From an optimization exercise on the open Yosys and OpenROAD flow, aimed at a short achievable clock period and few clock cycles per item; shortcuts taken in it are not production practice. Only simulation tests tie the RTL to the original design; equivalence was not proved.

==> try-raven <==
Design flw_dec, start of the top module:
module flw_dec (
    input  wire        clk,
    input  wire        rst,
    input  wire        in_valid,
    input  wire [7:0]  in_data,
    input  wire        in_last,
    output wire        in_ready,
    output reg         out_valid,
    output reg  [7:0]  out_data,
    output reg         done,
    output reg         res_ok,
    output reg  [3:0]  res_cause,
    output reg  [31:0] res_pos,
    output reg  [31:0] res_orig,
    output reg         mem_wr_en,
    output reg  [15:0] mem_wr_addr,
    output reg  [7:0]  mem_wr_data,
    output reg         mem_rd_en,
    output reg  [15:0] mem_rd_addr,
    input  wire [7:0]  mem_rd_data
);
==> flow/config.mk <==
export PLATFORM = sky130hd
export DESIGN_NAME = flw_dec
export DESIGN_NICKNAME = flw_dec
export VERILOG_FILES = /design/flow/design.v
export SDC_FILE = /design/flow/constraint.sdc
export NUM_CORES = 4
export LEC_CHECK = 0
export ABC_CLOCK_PERIOD_IN_PS = 3000
export CAP_MARGIN = 20
export CORE_MARGIN = 2
export CORE_UTILIZATION = 45
export GPL_TIMING_DRIVEN = 1
export PLACE_DENSITY = 0.6
export SETUP_SLACK_MARGIN = 5
export SLEW_MARGIN = 20
==> flow/constraint.sdc <==
create_clock -name core_clock -period 12.0 [get_ports {clk}]
set_input_delay 2.4000 -clock core_clock [delete_from_list [all_inputs] [get_ports {clk}]]
set_output_delay 2.4000 -clock core_clock [all_outputs]
set_load 0.01 [all_outputs]
standard.sh (not shown) runs the stock make flow with config.mk's settings and CLKGATE_MAP_FILE= SYNTH_SCRIPT=/design/flow/synth_recipe.tcl, a recipe that flattens the netlist after the stock synthesis.
==> flow/flow/run.sh <==
#!/bin/bash
set -euo pipefail
bash standard.sh SETUP_SLACK_MARGIN=8.6 finish > standard.log 2>&1
==> try-maple: changes against try-raven <==
--- a/flow/design.v
+++ b/flow/design.v
@@ -87,17 +87,16 @@
     reg [4:0]  mf;
     reg [20:0] vint;
     reg [21:0] lreg;          
     reg [16:0] cnt;           
     reg        cnt1;          
     reg [7:0]  mdist_lo;
     reg [15:0] mdm1_q;
     reg        pend_last;     
-    reg        bend_pend;     
     reg [3:0]  v_cause;       
     reg [31:0] v_pos;
     reg        bh_pre_bad;
     reg [1:0]  bh_kind_q;
     reg        bh_body0_q;
     reg [16:0] sp_r;          
     reg [16:0] or_r;          
     reg        ld_gt, ld_ne;  
@@ -107,18 +106,17 @@
     reg [31:0] crc_s;
     wire       be_idle;
     wire [31:0] sched = {sched_hi, sched_lo};
     wire needs_body = (state == S_TOK) || (state == S_LEXT) ||
                       (state == S_DIST) || (state == S_MEXT);
     wire in_body    = needs_body || (state == S_LIT) || (state == S_STORED);
     wire body_out   = needs_body && br0;
     wire pushes     = (state == S_STORED) || (state == S_LIT) || (state == S_TOK) ||
-                      (state == S_DIST) || (state == S_TRL && idx == 4'd11) ||
-                      (state == S_BH && bend_pend);
+                      (state == S_DIST);
     wire consuming  = (state != S_LCHK) && (state != S_MCHK) && (state != S_BEND) &&
                       (state != S_FIN) && !body_out &&
                       !(pushes && !q_room) &&
                       !(state == S_TRL && idx == 4'd11 && !be_idle && !bl);
     wire take       = hv && consuming;
     wire [95:0] fld_n = {b, fld[95:8]};
     wire [31:0] pw0 = fld[63:32];
     wire [31:0] pw1 = fld[95:64];
@@ -245,19 +243,18 @@
         input [16:0] orn;
         input        final_seq;
         begin
             put(K_MATCH, {13'd0, (d1 < 16'd2), d1[1:0], lm1, d1, sched_lo});
             sched_lo <= sp[15:0];
             sched_c  <= sp[16];
             oroom    <= orn;
             if (final_seq) begin
-                bend_pend <= 1'b1;
-                idx       <= 4'd0;
-                state     <= S_BH;
+                pend_last <= 1'b0;
+                state     <= S_BEND;
             end else
                 state <= S_TOK;
         end
     endtask
     always @(posedge clk) begin
         push   = 1'b0;
         push_k = K_LIT;
         push_x = {56'd0, b};
@@ -278,17 +275,16 @@
             bh_kind_q  <= p_kind;
             bh_body0_q <= (p_body == 24'd0);
         end
         sp_r  <= {1'b0, sched_lo} + len_dist;
         or_r  <= oroom - len_dist;
         ld_gt <= len_dist > oroom;
         ld_ne <= len_dist != oroom;
         if (rst) begin
-            bend_pend <= 1'b0;
             state     <= S_HDR;
             idx       <= 4'd0;
             spos      <= 32'd0;
             spos_n    <= 32'd1;
             sched_lo  <= 16'd0;
             sched_hi  <= 16'd0;
             sched_c   <= 1'b0;
         end else begin
@@ -312,23 +308,18 @@
                         go(S_BH, bl, spos_n);
                     end else
                         go(S_HDR, bl, spos_n);
                 end
             end
             S_BH: if (take) begin
                 fld <= fld_n;
                 idx <= idx + 4'd1;
-                if (idx == 4'd0) begin
+                if (idx == 4'd0)
                     ipos <= spos;
-                    if (bend_pend) begin
-                        put(K_BEND, {ipos, bcrc});
-                        bend_pend <= 1'b0;
-                    end
-                end
                 if (idx == 4'd11) begin
                     oroom    <= bh_orig_n;
                     body_rem <= bh_body_n;
                     br0      <= (bh_body_n == 17'd0);
                     br1      <= (bh_body_n == 17'd1);
                     bcrc     <= {b, fld[95:72]};
                     idx      <= 4'd0;
                     if (bh_pre_bad || (bh_kind_q == 2'b10 && bh_w2_nz))
@@ -344,19 +335,18 @@
                 end else
                     go(S_BH, bl, spos_n);
             end
             S_STORED: if (take) begin
                 put(K_LIT, {56'd0, b});
                 sched_lo <= sched_lo + 16'd1;
                 sched_c  <= (sched_lo == 16'hFFFF);
                 if (br1) begin
-                    bend_pend <= 1'b1;
-                    idx       <= 4'd0;
-                    go(S_BH, bl, spos_n);
+                    pend_last <= bl;
+                    state     <= S_BEND;
                 end else
                     go(S_STORED, bl, spos_n);
             end
             S_TOK: if (body_out)
                 reject(4'd4, tokpos, 1'b0);
             else if (take) begin
                 tokpos <= spos;
                 mf     <= b[4:0];
@@ -396,19 +386,18 @@
                 put(K_LIT, {56'd0, b});
                 sched_lo <= sched_lo + 16'd1;
                 sched_c  <= (sched_lo == 16'hFFFF);
                 oroom    <= oroom - 17'd1;
                 cnt      <= cnt - 17'd1;
                 cnt1     <= (cnt == 17'd2);
                 if (cnt1) begin
                     if (br1) begin
-                        bend_pend <= 1'b1;
-                        idx       <= 4'd0;
-                        go(S_BH, bl, spos_n);
+                        pend_last <= bl;
+                        state     <= S_BEND;
                     end else begin
                         idx <= 4'd0;
                         go(S_DIST, bl, spos_n);
                     end
                 end else
                     go(S_LIT, bl, spos_n);
             end
             S_DIST: if (body_out)
@@ -458,50 +447,43 @@
                 if (m_gt_o || (br0 && m_ne_o))
                     reject(4'd4, tokpos, pend_last);
                 else if (pend_last)
                     finish(4'd8, spos);
                 else
                     match_ok(mdm1_q, lm1_q, m_sp | {lreg[16], 16'd0},
                              oroom - lreg[16:0], br0);
             end
+            S_BEND: if (q_room) begin
+                put(K_BEND, {ipos, bcrc});
+                idx <= 4'd0;
+                go(S_BH, pend_last, spos);
+            end
             S_TRL: if (take) begin
                 fld <= fld_n;
                 idx <= idx + 4'd1;
                 if (idx == 4'd0)
                     ipos <= spos;
                 if (idx == 4'd7 && fld_n[95:32] != {32'd0, sched})
                     reject(4'd6, ipos, bl);
                 else if (idx == 4'd11) begin
-                    if (bl) begin
-                        put(K_SEND, {ipos, fld_n[95:64]});
-                        push_f    = 1'b1;
-                        state     <= S_HDR;
-                        idx       <= 4'd0;
-                        spos      <= 32'd0;
-                        spos_n    <= 32'd1;
-                        sched_lo  <= 16'd0;
-                        sched_hi  <= 16'd0;
-                        sched_c   <= 1'b0;
-                    end
+                    if (bl)
+                        finish(4'd0, ipos);
                     else if (bfail)
                         reject(4'd5, 32'd0, 1'b0);
                     else if (fld_n[95:64] != ~crc_s)
                         reject(4'd7, ipos, 1'b0);
                     else
                         finish(4'd0, ipos);
                 end else
                     go(S_TRL, bl, spos_n);
             end
             S_DRAIN: if (take && bl)
                 state <= S_FIN;
-            S_FIN: if (q_room && bend_pend) begin
-                put(K_BEND, {ipos, bcrc});
-                bend_pend <= 1'b0;
-            end else if (q_room) begin
+            S_FIN: if (q_room) begin
                 put(K_SEND, {v_pos, (v_cause == 4'd0) ? fld[95:64] : {28'd0, v_cause}});
                 push_f    = (v_cause == 4'd0);
                 state     <= S_HDR;
                 idx       <= 4'd0;
                 spos      <= 32'd0;
                 spos_n    <= 32'd1;
                 sched_lo  <= 16'd0;
                 sched_hi  <= 16'd0;
==> flow/flow/run.sh (replaced) <==
#!/bin/bash
set -euo pipefail
bash standard.sh SETUP_SLACK_MARGIN=8.6 \
  "CTS_ARGS=-sink_clustering_enable -repair_clock_nets -buf_list sky130_fd_sc_hd__clkbuf_16 -sink_clustering_size 20 -sink_clustering_max_diameter 80 -wire_unit 20" \
  finish > standard.log 2>&1
CORE_UTILIZATION = 60   (was 45)
PLACE_DENSITY = 0.7   (was 0.6)
==> try-nickel: changes against try-raven <==
--- a/flow/design.v
+++ b/flow/design.v
@@ -87,17 +87,16 @@
     reg [4:0]  mf;
     reg [20:0] vint;
     reg [21:0] lreg;          
     reg [16:0] cnt;           
     reg        cnt1;          
     reg [7:0]  mdist_lo;
     reg [15:0] mdm1_q;
     reg        pend_last;     
-    reg        bend_pend;     
     reg [3:0]  v_cause;       
     reg [31:0] v_pos;
     reg        bh_pre_bad;
     reg [1:0]  bh_kind_q;
     reg        bh_body0_q;
     reg [16:0] sp_r;          
     reg [16:0] or_r;          
     reg        ld_gt, ld_ne;  
@@ -107,18 +106,17 @@
     reg [31:0] crc_s;
     wire       be_idle;
     wire [31:0] sched = {sched_hi, sched_lo};
     wire needs_body = (state == S_TOK) || (state == S_LEXT) ||
                       (state == S_DIST) || (state == S_MEXT);
     wire in_body    = needs_body || (state == S_LIT) || (state == S_STORED);
     wire body_out   = needs_body && br0;
     wire pushes     = (state == S_STORED) || (state == S_LIT) || (state == S_TOK) ||
-                      (state == S_DIST) || (state == S_TRL && idx == 4'd11) ||
-                      (state == S_BH && bend_pend);
+                      (state == S_DIST);
     wire consuming  = (state != S_LCHK) && (state != S_MCHK) && (state != S_BEND) &&
                       (state != S_FIN) && !body_out &&
                       !(pushes && !q_room) &&
                       !(state == S_TRL && idx == 4'd11 && !be_idle && !bl);
     wire take       = hv && consuming;
     wire [95:0] fld_n = {b, fld[95:8]};
     wire [31:0] pw0 = fld[63:32];
     wire [31:0] pw1 = fld[95:64];
@@ -245,19 +243,18 @@
         input [16:0] orn;
         input        final_seq;
         begin
             put(K_MATCH, {13'd0, (d1 < 16'd2), d1[1:0], lm1, d1, sched_lo});
             sched_lo <= sp[15:0];
             sched_c  <= sp[16];
             oroom    <= orn;
             if (final_seq) begin
-                bend_pend <= 1'b1;
-                idx       <= 4'd0;
-                state     <= S_BH;
+                pend_last <= 1'b0;
+                state     <= S_BEND;
             end else
                 state <= S_TOK;
         end
     endtask
     always @(posedge clk) begin
         push   = 1'b0;
         push_k = K_LIT;
         push_x = {56'd0, b};
@@ -278,17 +275,16 @@
             bh_kind_q  <= p_kind;
             bh_body0_q <= (p_body == 24'd0);
         end
         sp_r  <= {1'b0, sched_lo} + len_dist;
         or_r  <= oroom - len_dist;
         ld_gt <= len_dist > oroom;
         ld_ne <= len_dist != oroom;
         if (rst) begin
-            bend_pend <= 1'b0;
             state     <= S_HDR;
             idx       <= 4'd0;
             spos      <= 32'd0;
             spos_n    <= 32'd1;
             sched_lo  <= 16'd0;
             sched_hi  <= 16'd0;
             sched_c   <= 1'b0;
         end else begin
@@ -312,23 +308,18 @@
                         go(S_BH, bl, spos_n);
                     end else
                         go(S_HDR, bl, spos_n);
                 end
             end
             S_BH: if (take) begin
                 fld <= fld_n;
                 idx <= idx + 4'd1;
-                if (idx == 4'd0) begin
+                if (idx == 4'd0)
                     ipos <= spos;
-                    if (bend_pend) begin
-                        put(K_BEND, {ipos, bcrc});
-                        bend_pend <= 1'b0;
-                    end
-                end
                 if (idx == 4'd11) begin
                     oroom    <= bh_orig_n;
                     body_rem <= bh_body_n;
                     br0      <= (bh_body_n == 17'd0);
                     br1      <= (bh_body_n == 17'd1);
                     bcrc     <= {b, fld[95:72]};
                     idx      <= 4'd0;
                     if (bh_pre_bad || (bh_kind_q == 2'b10 && bh_w2_nz))
@@ -344,19 +335,18 @@
                 end else
                     go(S_BH, bl, spos_n);
             end
             S_STORED: if (take) begin
                 put(K_LIT, {56'd0, b});
                 sched_lo <= sched_lo + 16'd1;
                 sched_c  <= (sched_lo == 16'hFFFF);
                 if (br1) begin
-                    bend_pend <= 1'b1;
-                    idx       <= 4'd0;
-                    go(S_BH, bl, spos_n);
+                    pend_last <= bl;
+                    state     <= S_BEND;
                 end else
                     go(S_STORED, bl, spos_n);
             end
             S_TOK: if (body_out)
                 reject(4'd4, tokpos, 1'b0);
             else if (take) begin
                 tokpos <= spos;
                 mf     <= b[4:0];
@@ -396,19 +386,18 @@
                 put(K_LIT, {56'd0, b});
                 sched_lo <= sched_lo + 16'd1;
                 sched_c  <= (sched_lo == 16'hFFFF);
                 oroom    <= oroom - 17'd1;
                 cnt      <= cnt - 17'd1;
                 cnt1     <= (cnt == 17'd2);
                 if (cnt1) begin
                     if (br1) begin
-                        bend_pend <= 1'b1;
-                        idx       <= 4'd0;
-                        go(S_BH, bl, spos_n);
+                        pend_last <= bl;
+                        state     <= S_BEND;
                     end else begin
                         idx <= 4'd0;
                         go(S_DIST, bl, spos_n);
                     end
                 end else
                     go(S_LIT, bl, spos_n);
             end
             S_DIST: if (body_out)
@@ -458,50 +447,43 @@
                 if (m_gt_o || (br0 && m_ne_o))
                     reject(4'd4, tokpos, pend_last);
                 else if (pend_last)
                     finish(4'd8, spos);
                 else
                     match_ok(mdm1_q, lm1_q, m_sp | {lreg[16], 16'd0},
                              oroom - lreg[16:0], br0);
             end
+            S_BEND: if (q_room) begin
+                put(K_BEND, {ipos, bcrc});
+                idx <= 4'd0;
+                go(S_BH, pend_last, spos);
+            end
             S_TRL: if (take) begin
                 fld <= fld_n;
                 idx <= idx + 4'd1;
                 if (idx == 4'd0)
                     ipos <= spos;
                 if (idx == 4'd7 && fld_n[95:32] != {32'd0, sched})
                     reject(4'd6, ipos, bl);
                 else if (idx == 4'd11) begin
-                    if (bl) begin
-                        put(K_SEND, {ipos, fld_n[95:64]});
-                        push_f    = 1'b1;
-                        state     <= S_HDR;
-                        idx       <= 4'd0;
-                        spos      <= 32'd0;
-                        spos_n    <= 32'd1;
-                        sched_lo  <= 16'd0;
-                        sched_hi  <= 16'd0;
-                        sched_c   <= 1'b0;
-                    end
+                    if (bl)
+                        finish(4'd0, ipos);
                     else if (bfail)
                         reject(4'd5, 32'd0, 1'b0);
                     else if (fld_n[95:64] != ~crc_s)
                         reject(4'd7, ipos, 1'b0);
                     else
                         finish(4'd0, ipos);
                 end else
                     go(S_TRL, bl, spos_n);
             end
             S_DRAIN: if (take && bl)
                 state <= S_FIN;
-            S_FIN: if (q_room && bend_pend) begin
-                put(K_BEND, {ipos, bcrc});
-                bend_pend <= 1'b0;
-            end else if (q_room) begin
+            S_FIN: if (q_room) begin
                 put(K_SEND, {v_pos, (v_cause == 4'd0) ? fld[95:64] : {28'd0, v_cause}});
                 push_f    = (v_cause == 4'd0);
                 state     <= S_HDR;
                 idx       <= 4'd0;
                 spos      <= 32'd0;
                 spos_n    <= 32'd1;
                 sched_lo  <= 16'd0;
                 sched_hi  <= 16'd0;
CORE_UTILIZATION = 60   (was 45)
PLACE_DENSITY = 0.7   (was 0.6)
==> flow_summary.yaml <==
run_status:
  status: "no timing/DRC/antenna violations"
clock_network:
  cts_resized: 1058
  cts.clk_slew.worst_paths_ps: 90
critical_path:
  critPathCapture: "e_x[42]"
  required_ps: 12470
floorplan:
  rows: 132
  coreArea_sq_um: 129000
  fp.dieH_um: 364
synth:
  yosys.area_share.simple_pct: 10.8
  synthMuxAreaShare_pct: 8.40
grt:
  grt_pass1_vias: 54385
  grt_max_degree: 79
timing:
  max_freq_ghz: 0.269
  holdWs_ps: 384
finish:
  n_clock_buffer: 101
  regArea_sq_um: 44600
# the run above: try-maple

==> flow_summary.yaml <==
run_status:
  status: "no timing/DRC/antenna violations"
grt:
  antenna_found_initial: 8
  grt_pass1_vias: 55376
  grt_max_degree: 79
  grt_overflow: 0
clock_network:
  cts_resized: 1092
  cts_tree: "done"
  cts.clk_slew.worst_paths_ps: 60
drt:
  drtAntennaViolNets: 0
synth:
  yosys.area_share.simple_pct: 10.8
  synthMuxAreaShare_pct: 8.40
critical_path:
  slowest_stage: "dfxtp_2"
  required_ps: 9600
  critPathCapture: "mem_wr_data[0]"
finish:
  regArea_sq_um: 44600
floorplan:
  coreArea_sq_um: 129000
timing:
  max_freq_ghz: 0.272
# the run above: try-nickel

==> flow_summary.yaml <==
finish:
  regArea_sq_um: 44700
  buffers: 607
  n_clock_buffer: 231
synth:
  synthMuxAreaShare_pct: 8.67
  yosys.area_share.simple_pct: 10.8
critical_path:
  critPathCapture: "m_gt_o"
  required_ps: 12570
floorplan:
  fp.dieH_um: 418
  coreArea_sq_um: 170000
  rows: 151
timing:
  min_period_ps: 3790
  holdWs_ps: 369
grt:
  grt_max_degree: 88
  grt_pass1_vias: 53238
  globalRouteMet3Util_pct: 5.00
run_status:
  status: "no timing/DRC/antenna violations"
clock_network:
  cts_resized: 1202
  cts.clk_slew.worst_paths_ps: 70
# the run above: try-raven

Testbench counts of try-raven, summed over its fixed seeds: cycles 223,412, bytes 222,265.
Testbench counts of try-maple, summed over its fixed seeds: cycles 223,495, bytes 222,265.
Testbench counts of try-nickel, summed over its fixed seeds: cycles 223,495, bytes 222,265.

what the ideal ports hide:
The results above use ideal ports. As a check the final layouts listed here were re-extracted and re-timed, cells and wires unchanged.
Step 1 assumes that a clkbuf_16 drives the clock port and a buf_2 every other input.
Step 2 times the ports against the registers' clock, not the clock port: input delays grow and output delays shrink by t, the midpoint of the rising clock arrivals with the driver on.
a / b / c = no drivers / after step 1 / after step 2; a / b = the first two.
| run | t, ns | setup WS [ns] | hold WS [ns] | worst setup path after step 2 | worst data-port slew with drivers (ns) |
|---|---|---|---|---|---|
| try-raven | 0.899 | 8.209 / 8.209 / 7.546 | 0.369 / 0.369 / 0.369 | input to register | 0.07 |
| try-maple | 0.873 | 8.284 / 8.224 / 7.607 | 0.384 / 0.384 / 0.384 | input to register | 0.11 |
| try-nickel | 0.901 | 8.321 / 8.240 / 7.564 | 0.374 / 0.374 / 0.374 | input to register | 0.14 |
After both steps every run listed still meets setup and hold. For try-nickel, which loses most, drivers alone change the setup slack by -0.081 ns; drivers and shift together by -0.757 ns.
